Source: an optimization exercise on an open RTL-to-GDS flow (aim: small area, a short achievable clock period and few clock cycles per item). Production flows keep margins and buffers that such runs may drop.
RTL that was checked went through simulation tests only; none was proved equivalent to the original.
Only the layout flow was run in run 1; the RTL was not checked for function there.

File: run.sh
#!/bin/bash
# synth_recipe.tcl (not shown) runs the flow's synth.tcl, then flattens the netlist and writes it again
# the make line also repeats each setting of config.mk as NAME=value (left out here)
make -C /OpenROAD-flow-scripts/flow DESIGN_CONFIG=/design/flow/config.mk WORK_HOME=/design/flow/orfs CLKGATE_MAP_FILE= SYNTH_SCRIPT=/design/flow/synth_recipe.tcl finish
File: config.mk
export PLATFORM = sky130hd
export DESIGN_NAME = cmp_coder
export DESIGN_NICKNAME = cmp_coder
export VERILOG_FILES = /design/flow/design.v
export SDC_FILE = /design/flow/constraint.sdc
export NUM_CORES = 4
export LEC_CHECK = 0
export CAP_MARGIN = 20
export CORE_MARGIN = 2
export CORE_UTILIZATION = 40
export PLACE_DENSITY = 0.6
export SLEW_MARGIN = 20
File: constraint.sdc
create_clock -name core_clock -period 15.0 [get_ports {clk}]
set_input_delay 3.0000 -clock core_clock [delete_from_list [all_inputs] [get_ports {clk}]]
set_output_delay 3.0000 -clock core_clock [all_outputs]
set_load 0.01 [all_outputs]
File: design.v
module cmp_coder (
    input  wire        clk,
    input  wire        rst,           
    input  wire        blk_start,
    input  wire [1:0]  blk_order,     
    input  wire        blk_reset,     
    output wire        idle,
    input  wire        in_valid,
    output wire        in_ready,
    input  wire [31:0] in_data,
    input  wire        in_last,
    output wire        out_valid,
    input  wire        out_ready,
    output wire [31:0] out_data,
    output wire        blk_done,
    output wire [31:0] blk_crc,
    output wire [15:0] blk_len,
    output wire [23:0] st_x1,
    output wire [23:0] st_x2,
    output wire [23:0] st_x3,
    output wire [23:0] st_a
);
    reg         busy;         
    reg         open;         
    reg  [1:0]  order;
    reg  [1:0]  pc;           
    reg         start_q;      
    reg         init_q;       
    reg         rst_q;
    reg         flush;        
    reg  [4:0]  fill;         
    reg         hv, tv;       
    reg         c_v, c_code, c_last, c_long, c_second;
    wire        done  = flush && (fill == 5'd0) && !hv && !tv;
    wire        start = blk_start && idle;
    wire        stall = tv || (c_v && c_code && c_long && !c_second);
    wire        adv   = !stall;
    wire        rep   = (pc != 2'd0);
    wire        in_ld = adv && (!in_v || !rep);
    assign idle     = !busy || done;
    assign in_ready = open && in_ld;
    wire   take     = in_valid && in_ready;
    always @(posedge clk) begin
        rst_q   <= rst;
        start_q <= start && !rst;
        init_q  <= rst || (start && blk_reset);
        if (rst) begin
            busy <= 1'b0;
            open <= 1'b0;
            pc   <= 2'd0;
        end else begin
            if (start)     busy <= 1'b1;
            else if (done) busy <= 1'b0;
            if (start)                open <= 1'b1;
            else if (take && in_last) open <= 1'b0;
            if (start && !blk_reset) pc <= 2'd3;
            else if (rep && adv)     pc <= pc - 2'd1;
        end
        if (start) order <= blk_order;
    end
    reg         in_v, in_l;
    reg  [31:0] in_d;
    always @(posedge clk) begin
        if (rst) in_v <= 1'b0;
        else if (in_ld) in_v <= take;
        if (in_ld) begin
            in_d <= in_data;
            in_l <= in_last;
        end
    end
    reg  [23:0] x1, x2, x3;       
    reg  [26:0] pp, qq;           
    reg  [31:0] crc;
    wire        is_fill = in_d[6];
    wire        go      = adv && !rep && in_v;      
    wire        step    = go || (adv && rep);
    wire        p_hi = !pp[26] && (pp[25:23] != 3'd0);
    wire        p_lo =  pp[26] && ((pp[25:23] != 3'h7) || (pp[22:0] == 23'd0));
    wire [23:0] p_clamped = p_hi ? 24'h7FFFFF : p_lo ? 24'h800001 : pp[23:0];
    wire [23:0] a   = rep ? x3 : is_fill ? p_clamped : in_d[31:8];
    wire [26:0] sa  = {{3{a[23]}}, a};
    wire [26:0] sx1 = {{3{x1[23]}}, x1};
    wire        o3  = (order == 2'd3);
    wire        o23 = order[1];
    wire [26:0] p_next = (order[0] ? sa : 27'd0) + (order[1] ? {sa[25:0], 1'b0} : 27'd0) + qq;
    wire [26:0] q_next = (o3 ? sx1 : 27'd0) - (o23 ? sa : 27'd0) - (o3 ? {sa[25:0], 1'b0} : 27'd0);
    wire [27:0] res = {{4{in_d[31]}}, in_d[31:8]} - {pp[26], pp};
    wire [27:0] z   = {res[26:0], 1'b0} ^ {28{res[27]}};    
    function [31:0] crc32c_word;
        input [31:0] c;
        input [31:0] w;
        integer b;
        reg [31:0] t;
        begin
            t = c ^ w;
            for (b = 0; b < 32; b = b + 1)
                t = t[0] ? ((t >> 1) ^ 32'h82F63B78) : (t >> 1);
            crc32c_word = t;
        end
    endfunction
    reg         s1_v, s1_code, s1_last, s1_sat;
    reg  [27:0] s1_z;
    always @(posedge clk) begin
        if (rst) s1_v <= 1'b0;
        else if (adv) s1_v <= go;
        if (adv) begin
            s1_code <= !is_fill;
            s1_last <= in_l;
            s1_z    <= z;
            s1_sat  <= (z[27:20] != 8'd0);
        end
        if (start_q) crc <= 32'hFFFFFFFF;
        else if (go) crc <= crc32c_word(crc, in_d);
        if (init_q) begin
            x1 <= 24'd0;
            x2 <= 24'd0;
            x3 <= 24'd0;
            pp <= 27'd0;
            qq <= 27'd0;
        end else if (step) begin
            x1 <= a;
            x2 <= x1;
            x3 <= x2;
            pp <= p_next;
            qq <= q_next;
        end
    end
    reg  [23:0] acc;              
    reg  [4:0]  k;                
    wire [19:0] zmin     = s1_z[19:0] | {20{s1_sat}};
    wire [23:0] acc_next = acc + {4'd0, zmin} - {4'd0, acc[23:4]};
    reg  [4:0]  k_next;
    integer i;
    always @(*) begin
        k_next = 5'd0;
        for (i = 0; i < 20; i = i + 1)
            if (acc_next[i + 4]) k_next = i[4:0];
    end
    wire [27:0] zq   = s1_z >> k;
    wire [4:0]  q    = zq[4:0];
    wire        esc  = (zq[27:5] != 23'd0) || (q[4] && q[3]);
    wire [5:0]  clen = esc ? 6'd52 : ({1'b0, q} + {1'b0, k} + 6'd1);
    reg  [27:0] c_z;
    reg  [4:0]  c_k, c_q;
    reg         c_esc;
    reg  [5:0]  c_len;
    always @(posedge clk) begin
        if (rst) c_v <= 1'b0;
        else if (adv) c_v <= s1_v;
        if (adv) begin
            c_code <= s1_code;
            c_last <= s1_last;
            c_z    <= s1_z;
            c_k    <= k;
            c_q    <= q;
            c_esc  <= esc;
            c_len  <= clen;
            c_long <= clen > 6'd32;
        end
        if (init_q) begin
            acc <= 24'd128;
            k   <= 5'd3;
        end else if (adv && s1_v && s1_code) begin
            acc <= acc_next;
            k   <= k_next;
        end
    end
    reg  [4:0]  fm, os;
    reg  [5:0]  oe, plen;
    always @(*) begin
        if (c_second) begin
            fm   = c_esc ? 5'd28 : c_k;
            os   = 5'd0;
            oe   = 6'd0;
            plen = c_esc ? 6'd28 : {1'b0, c_k} + 6'd1;
        end else if (c_long) begin
            fm   = 5'd0;
            os   = 5'd0;
            oe   = c_esc ? 6'd24 : {1'b0, c_q};
            plen = oe;
        end else begin
            fm   = c_k;
            os   = c_k + 5'd1;
            oe   = c_len;
            plen = c_len;
        end
    end
    reg  [31:0] piece;
    integer b;
    always @(*) begin
        for (b = 0; b < 32; b = b + 1)
            piece[b] = (b < 28 && b < fm && c_z[b % 28]) || (b >= os && b < oe);
    end
    reg  [31:0] word;             
    reg  [31:0] hd, tl;           
    reg  [15:0] len;
    wire        act    = c_v && !tv;
    wire        ins    = act && c_code;
    wire [5:0]  tot    = {1'b0, fill} + plen;
    wire [95:0] sh     = {piece, 64'd0} >> tot;
    wire [31:0] w_ins  = word | sh[63:32];
    wire        fpush  = flush && !tv && (fill != 5'd0);
    wire        push   = (ins && tot[5]) || fpush;
    wire [31:0] pdata  = ins ? w_ins : word;
    wire        pop    = hv && out_ready;
    always @(posedge clk) begin
        if (rst) c_second <= 1'b0;
        else if (act && c_code && c_long) c_second <= !c_second;
        if (rst_q) word <= 32'd0;
        else if (ins) word <= tot[5] ? sh[31:0] : w_ins;
        else if (fpush) word <= 32'd0;
        if (rst) begin
            fill  <= 5'd0;
            flush <= 1'b0;
            hv    <= 1'b0;
            tv    <= 1'b0;
        end else begin
            if (ins) fill <= tot[4:0];
            else if (fpush) fill <= 5'd0;
            if (adv && c_v && c_last) flush <= 1'b1;
            else if (done)            flush <= 1'b0;
            hv <= (hv && !pop) || tv || push;
            tv <= hv && !pop && (tv || push);
        end
        if (!hv || pop) hd <= tv ? tl : pdata;
        if (push) tl <= pdata;
        if (start_q)   len <= 16'd0;
        else if (push) len <= len + 16'd1;
    end
    assign out_valid = hv;
    assign out_data  = hd;
    assign blk_done  = done;
    assign blk_crc   = ~crc;
    assign blk_len   = len;
    assign st_x1     = x1;
    assign st_x2     = x2;
    assign st_x3     = x3;
    assign st_a      = acc;
endmodule
==> qor.txt, run 1 <==
Initial drt markers - 1744
CP bufs+invs - 3
Crit-path max cell delay - 0.77 ns
Largest area contributor in the netlist - edfxtp_1
Hold_buf cts - 0
Delay-heaviest family, CP - compound AO/OA/AOI/OAI gates
Inst Count DP - 4688
Clock-pin slew on the worst setup and hold paths - 0.06 ns
Status - complete, no violations
Yosys warns - 1
Final period utilization - 0.436
Yosys cell types - 80
Layout cells sized above 1 - 0.0770
Routed len/inst - 18.9 µm
Met3 usage in global routing - 0.0281
Synth area leaders - edfxtp_1, dfxtp_1, xnor2_1
Gr ovfl total - 0
Port buffer count - 220
Met2 Use GR - 0.364
Layout Skew - 0.0174 ns
CORE AREA - 77200 µm²
Gpl congestion - 0.959
Final Hold Fails - 0
Post-synth ARST share - 0
RSZ-0062 raised after global routing - false
Syn Area/Cell - 8.74 µm²
Syn Inst Count - 3561
Post-CTS Resized - 0
Max-cap violation count - 0
Final worst setup slack - 8.47 ns
Synth-to-layout area growth - 16.2%
GRT Total Usage - 0.223
Top Usage Layer GRT - met2
Top_reg_cell synth - dfxtp_1
Critical Path End Type - flop
CTS tree - built
Initial core utilization - 0.403
Worst-skew pair later-pin latency - 0.61 ns
Post-CTS Setup Bufs - 0
CTS Buf Count - 51
Via count - 25.1k
H-tree levels - 2
Post-Route WL - 90300 µm
Ports - 221
Cell Count, Final, Fillers Out - 4781
Post-synthesis sequential area ratio - 0.335
Largest net degree at the start of global routing - 86
Min Clock Period, post-route - 6.53 ns
Setup crit start - pc[0]
Crit path max fanout - 51
Setup TNS after final layout - 0 ns
Top-area cell type share of the netlist area - 0.172
R2r worst-path depth - 26
CP Depth - 26
Antenna violations before repair - 1
Global-route wire length before repair - 141000 µm
List of most frequent post-synthesis cells - nand2_1, a21oi_1, nor2_1
Worst-Margin Slew - 1.01 ns
Slew Limit Headroom - 0.325
Most frequent CP cell - a21oi_1
CTS sink cnt - 432
Via density per instance - 5.24
Antenna Nets Post-Route - 0
Grt met1 use - 0.310
Final HPWL DP - 67800 µm
Crit path to - qq[25]
Post-synth net total - 3792
Critical path's slowest cell - inv_2
Crit Path Class - reg -> reg
1st-pass router iterations - 5
R2R Setup Slk - 8.47 ns
Worst Hold Class - reg -> reg
Count leader, synth - nand2_1
Site Rows - 102
DRC Markers - 0
Fmax - 153 MHz
Mapped Area - 31100 µm²
Longest Clk Path Bufs - 3
CP Data Required Time - 15.54 ns
Worst r2r dst - qq[25]
Setup crit start kind - flop
Pins Over Slew Limit - 0
Fin nets - 3932
Yosys reg bits - 432
Critical path arrival - 7.07 ns
Final setup fails - 0
R2R Path Start - pc[0]
Clock Root Buffer - clkbuf_16
Die H - 283 µm
Chip Width - 283 µm
Vias in the first global route - 24.1k
Number of flops mapped to enable cells by yosys - 178
Pre-CTS setup slack - 8.55 ns
Hold Crit Start - in_l
Antenna Diode Count - 0
Die ar. - 80000 µm²
==> worst min-delay path by stage <==
| stage | cells after the start | endpoint |
|---|---|---|
| 2_1_floorplan | 0 | c_last |
| 3_3_place_gp | 0 | c_last |
| 3_5_place_dp | 0 | s1_last |
| 4_1_cts | 0 | s1_last |
| 5_1_grt | 0 | s1_last |
| 6_report | 0 | s1_last |
==> cell usage in the layout (no fill, tap or decap), types with 16 or more instances in the layout <==
cell type | synthesis | layout
ha_1 | 117 | 117
a211oi_1 | 23 | 23
o21ai_0 | 141 | 140
xnor2_1 | 325 | 321
xnor2_4 | 16 | 16
clkbuf_16 | 0 | 54
fa_1 | 73 | 73
mux2i_1 | 77 | 77
edfxtp_1 | 178 | 178
nand2_1 | 465 | 465
a22oi_1 | 31 | 31
o211ai_1 | 24 | 24
mux2_2 | 45 | 45
and2_1 | 31 | 31
o21bai_1 | 43 | 43
nor3_1 | 79 | 78
buf_4 | 0 | 45
a21oi_1 | 340 | 338
nor2_1 | 339 | 337
nand2b_1 | 32 | 32
xor2_1 | 90 | 87
clkdlybuf4s50_1 | 0 | 220
and3_1 | 29 | 29
xnor2_2 | 23 | 27
or2_2 | 21 | 21
o21a_1 | 20 | 20
inv_1 | 225 | 224
a21o_1 | 65 | 65
dfxtp_1 | 254 | 252
o22ai_1 | 21 | 21
nand3_1 | 38 | 38
nor2b_1 | 23 | 23
==> state kept, by name (all words and copies together) (netlist names), 27 cells and up <==
name / count
crc: 32
hd: 32
in_d: 32
tl: 32
word: 32
c_z: 28
s1_z: 28
pp: 27
qq: 27
==> stage by stage <==
| stage | utilization | hold WS, ns | area (µm²) |
|---|---|---|---|
| after floorplan | - | 0.400 | 31100 |
| after global placement | 0.445 | 0.403 | 34400 |
| after detailed placement | 0.445 | 0.408 | 34400 |
| after CTS | 0.468 | 0.422 | 36200 |
| after global routing | 0.468 | 0.424 | 36200 |
| final | 0.468 | 0.420 | 36200 |
==> cell type report <==
cell class	instances	area, µm²
inverters	229	861
multi-input cells	2722	19300
flip-flops and latches	432	10400
clock buffers	73	1490
fillers	7520	41100
repair buffers	265	2540
well taps	1040	1300
clock inverters	20	273
==> cells by family after synthesis <==
logic type                 count (synthesis)  synth area share
muxes                                    136            0.0512
and+or+nand+nor                         1111             0.155
AOI/OAI and AO/OA                        811             0.159
xor gates and xnor gates                 474             0.157
DFF                                      432             0.335
buffers and inverters                    407            0.0492
adders and majority gates                190            0.0940
==> metal layers <==
metal	vias up	routed length, µm
met5	-	0
met4	0	2180
met3	101	4070
met2	578	42200
met1	11920	41800
li1	12465	-
==> run 2, diff against run 1 <==
--- a/design.v
+++ b/design.v
@@ -71,3 +71,3 @@
     reg  [23:0] x1, x2, x3;       
-    reg  [26:0] pp, qq;           
+    reg  [26:0] pp, nq;           
     reg  [31:0] crc;
@@ -84,4 +84,14 @@
     wire        o23 = order[1];
-    wire [26:0] p_next = (order[0] ? sa : 27'd0) + (order[1] ? {sa[25:0], 1'b0} : 27'd0) + qq;
-    wire [26:0] q_next = (o3 ? sx1 : 27'd0) - (o23 ? sa : 27'd0) - (o3 ? {sa[25:0], 1'b0} : 27'd0);
+    wire [26:0] pa  = order[0] ? sa : 27'd0;
+    wire [26:0] pb  = order[1] ? {sa[25:0], 1'b0} : 27'd0;
+    wire [26:0] pn  = ~nq;
+    wire [26:0] p_s = pa ^ pb ^ pn;
+    wire [26:0] p_c = (pa & pb) | (pa & pn) | (pb & pn);
+    wire [26:0] p_next = p_s + {p_c[25:0], 1'b1};
+    wire [26:0] na  = o23 ? sa : 27'd0;
+    wire [26:0] nb  = o3 ? {sa[25:0], 1'b0} : 27'd0;
+    wire [26:0] nx  = o3 ? ~sx1 : ~27'd0;
+    wire [26:0] n_s = na ^ nb ^ nx;
+    wire [26:0] n_c = (na & nb) | (na & nx) | (nb & nx);
+    wire [26:0] n_next = n_s + {n_c[25:0], 1'b1};
     wire [27:0] res = {{4{in_d[31]}}, in_d[31:8]} - {pp[26], pp};
@@ -118,3 +128,3 @@
             pp <= 27'd0;
-            qq <= 27'd0;
+            nq <= 27'd0;
         end else if (step) begin
@@ -124,3 +134,3 @@
             pp <= p_next;
-            qq <= q_next;
+            nq <= n_next;
         end
@@ -130,3 +140,7 @@
     wire [19:0] zmin     = s1_z[19:0] | {20{s1_sat}};
-    wire [23:0] acc_next = acc + {4'd0, zmin} - {4'd0, acc[23:4]};
+    wire [23:0] a_z  = {4'd0, zmin};
+    wire [23:0] a_d  = {4'hF, ~acc[23:4]};
+    wire [23:0] a_s  = acc ^ a_z ^ a_d;
+    wire [23:0] a_c  = (acc & a_z) | (acc & a_d) | (a_z & a_d);
+    wire [23:0] acc_next = a_s + {a_c[22:0], 1'b1};
     reg  [4:0]  k_next;
==> run 2 against run 1 <==
Effect of this change: still clean; fmax is 4.2% lower; first-iteration DRC count is 1.2% higher; core utilization is 0.16 points higher; setup slack worse by 0.28 ns; hold slack hardly changed; wire length is 1.9% higher; non-clock buffer count is 1 lower; via count is 2.0% higher; highest routed layer unchanged.
==> qor.txt, run 2 <==
Final setup fails - 0 (unchanged)
Hold Crit Start - s1_last
Synth area leaders - edfxtp_1, dfxtp_1, xnor2_1
CORE AREA - 77700 µm² (+0.66%)
Pins Over Slew Limit - 0 (unchanged)
Gr ovfl total - 0 (unchanged)
Longest Clk Path Bufs - 3 (unchanged)
Antenna Nets Post-Route - 0 (unchanged)
Die ar. - 81100 µm² (+1.4%)
Setup TNS after final layout - 0 ns (unchanged)
R2R Setup Slk - 8.18 ns (-0.28 ns)
Number of flops mapped to enable cells by yosys - 178 (unchanged)
Worst-skew pair later-pin latency - 0.60 ns (about the same)
Mapped Area - 31600 µm² (+1.4%)
CTS sink cnt - 432 (unchanged)
GRT Total Usage - 0.222 (-0.000565)
CTS tree - built
Initial drt markers - 1765 (+1.2%)
Setup crit start kind - flop
Via density per instance - 5.34 (+1.9%)
Post-Route WL - 92000 µm (+1.9%)
Layout Skew - 0.0194 ns (+0.00195 ns)
Final Hold Fails - 0 (unchanged)
Vias in the first global route - 24.8k (+2.7%)
Commonest cells after routing, fill and taps aside - nand2_1, a21oi_1, xnor2_1
Yosys cell types - 78 (-2.5%)
Crit path max fanout - 33 (-35%)
Top_reg_cell synth - dfxtp_1
H-tree levels - 2 (unchanged)
Count leader, synth - nand2_1
Initial core utilization - 0.406 (+0.00297)
Worst-Margin Slew - 1.01 ns (-0.00674 ns)
Port buffer count - 220 (unchanged)
Inst Count DP - 4692 (+0.085%)
Post-synth net total - 3793 (+0.026%)
Antenna Diode Count - 0 (unchanged)
Status - complete, no violations
Layout cells sized above 1 - 0.0828 (+0.00581)
Top Usage Layer GRT - met2
Worst Hold Class - reg -> reg
Clock-pin slew on the worst setup and hold paths - 0.06 ns (about the same)
Final period utilization - 0.455 (+0.0189)
1st-pass router iterations - 7 (+2)
Final HPWL DP - 69500 µm (+2.6%)
Slew Limit Headroom - 0.329 (+0.00450)
Synth-to-layout area growth - 15.8%
Largest area contributor in the netlist - edfxtp_1
Site Rows - 102 (unchanged)
Met3 usage in global routing - 0.0242 (-0.00384)
Hold path endpoint - c_last
Routed len/inst - 19.2 µm (+1.8%)
Clock Root Buffer - clkbuf_16
Fmax - 147 MHz (-4.2%)
Hold slack - 0.420 ns (-0.000317 ns)
Global-route wire length before repair - 144000 µm (+2.7%)
Met2 Use GR - 0.371 (+0.00722)
Yosys reg bits - 432 (unchanged)
CP Data Required Time - 15.49 ns (-0.05 ns)
DRC Markers - 0 (unchanged)
Crit Path Class - reg -> reg
Chip Width - 285 µm (+0.69%)
Via count - 25.6k (+2.0%)
Ports - 221 (unchanged)
Die H - 285 µm (+0.69%)
Yosys warns - 1 (unchanged)
Gpl congestion - 0.939 (-2.1%)
Hold depth - 0 (unchanged)
Fin nets - 3934 (+0.051%)
Worst r2r dst - nq[24]
R2r worst-path depth - 20 (-23%)
RSZ-0062 raised after global routing - false
Post-CTS Resized - 0 (unchanged)
List of most frequent post-synthesis cells - nand2_1, a21oi_1, xnor2_1
Critical path arrival - 7.31 ns (+0.24 ns)
Post-synthesis sequential area ratio - 0.331 (-0.00464)
Max-cap violation count - 0 (unchanged)
Syn Inst Count - 3563 (+0.056%)
Cell Count, Final, Fillers Out - 4784 (+0.063%)
Post-synth ARST share - 0 (unchanged)
Grt met1 use - 0.306 (-0.00383)
Top-area cell type share of the netlist area - 0.169 (-0.00238)
Critical Path End Type - flop
Min Clock Period, post-route - 6.82 ns (+0.283 ns)
Post-CTS Setup Bufs - 0 (unchanged)
R2R Path Start - order[0]
Commonest non-fill, non-tap cell in the layout - nand2_1
Antenna violations before repair - 0 (-1)
Hold_buf cts - 0 (unchanged)
CTS Buf Count - 50 (-2.0%)
Largest net degree at the start of global routing - 85 (-1.2%)
Syn Area/Cell - 8.85 µm² (+1.3%)
==> run 2: worst max path at each step <==
stage,startpoint,to,slack (ns),cells after the start
2_1_floorplan,pc[0],in_ready,8.84,7
3_3_place_gp,pp[0],nq[24],8.40,27
3_5_place_dp,order[0],nq[24],8.24,20
4_1_cts,order[0],nq[24],8.20,20
5_1_grt,order[0],nq[24],7.55,20
6_report,order[0],nq[24],8.18,20
==> run 2: per-stage QoR <==
step / utilization / area [µm²] / worst slack [ns]
final: 0.470 / 36500 / 8.18
after global routing: 0.470 / 36500 / 7.55
after detailed placement: 0.448 / 34800 / 8.24
after floorplan: - / 31600 / 8.84
after global placement: 0.448 / 34800 / 8.40
after CTS: 0.470 / 36500 / 8.20
==> run 2: area by class of cell <==
class / instances / area (µm²)
Sequential cell: 432 / 10400
Fill cell: 7486 / 41200
Clock buffer: 71 / 1420
Multi-Input combinational cell: 2714 / 19700
Clock inverter: 21 / 270
Inverter: 242 / 910
Tap cell: 1040 / 1300
Timing Repair Buffer: 264 / 2530
==> run 2: per-layer routing <==
metal  part of all wire  up-vias
li1                   -    12607
met1               0.46    12165
met2               0.47      665
met3              0.045      125
met4              0.024        0
met5                  0        -
==> run 2: critical path, stage by stage, from the launching register on <==
cell and delay (ns):
edfxtp_1 1.00, and2_1 0.90, nand2_1 0.16, fa_1 0.47, ha_1 0.32, nor2b_1 0.14, o21ai_0 0.23, a21oi_1 0.14
o21ai_0 0.25, a21boi_0 0.16, o21ai_0 0.30, a21oi_1 0.13, o21ai_0 0.26, a21oi_1 0.12, o21ai_0 0.26, a21oi_1 0.14
o31ai_1 0.49, a211oi_1 0.22, o31ai_1 0.44, o21ai_0 0.21, o311ai_0 0.35
==> run 2: kinds of logic (layout without fill, tap and decap cells) <==
family	after synthesis	after routing	share of synthesized area
adders and majority gates	189	189	0.0926
DFF	432	432	0.331
buffers and inverters	417	598	0.0497
AOI/OAI and AO/OA	859	859	0.165
xor gates and xnor gates	450	450	0.157
and+or+nand+nor	1078	1078	0.153
muxes	138	138	0.0523
Testbench counts of run 2, summed over its fixed seeds: cycles 30,277, items 29,834.

## separate check: timing with driven ports
Ports are ideal in the flow. The routed layouts listed here were re-timed in OpenROAD. Step 1, drivers: a clkbuf_16 drives clk and a buf_2 each remaining input, both assumed. Step 2 times the ports against the registers' clock, not the clock port: input delays grow and output delays shrink by t, the midpoint of the rising clock arrivals with the driver on. Slacks: no drivers / after step 1 / after step 2; pairs: no drivers / after step 1.
| run | shift t [ns] | setup WS [ns] | worst setup path at the end | worst data-port slew with drivers (ns) | pins driven straight from the clock port |
|---|---|---|---|---|---|
| run 1 | 0.669 | 8.465 / 8.465 / 8.465 | register to register | 0.10 | 1 |
| run 2 | 0.654 | 8.182 / 8.182 / 8.182 | register to register | 0.10 | 1 |
After both steps setup and hold are still met in every run listed.
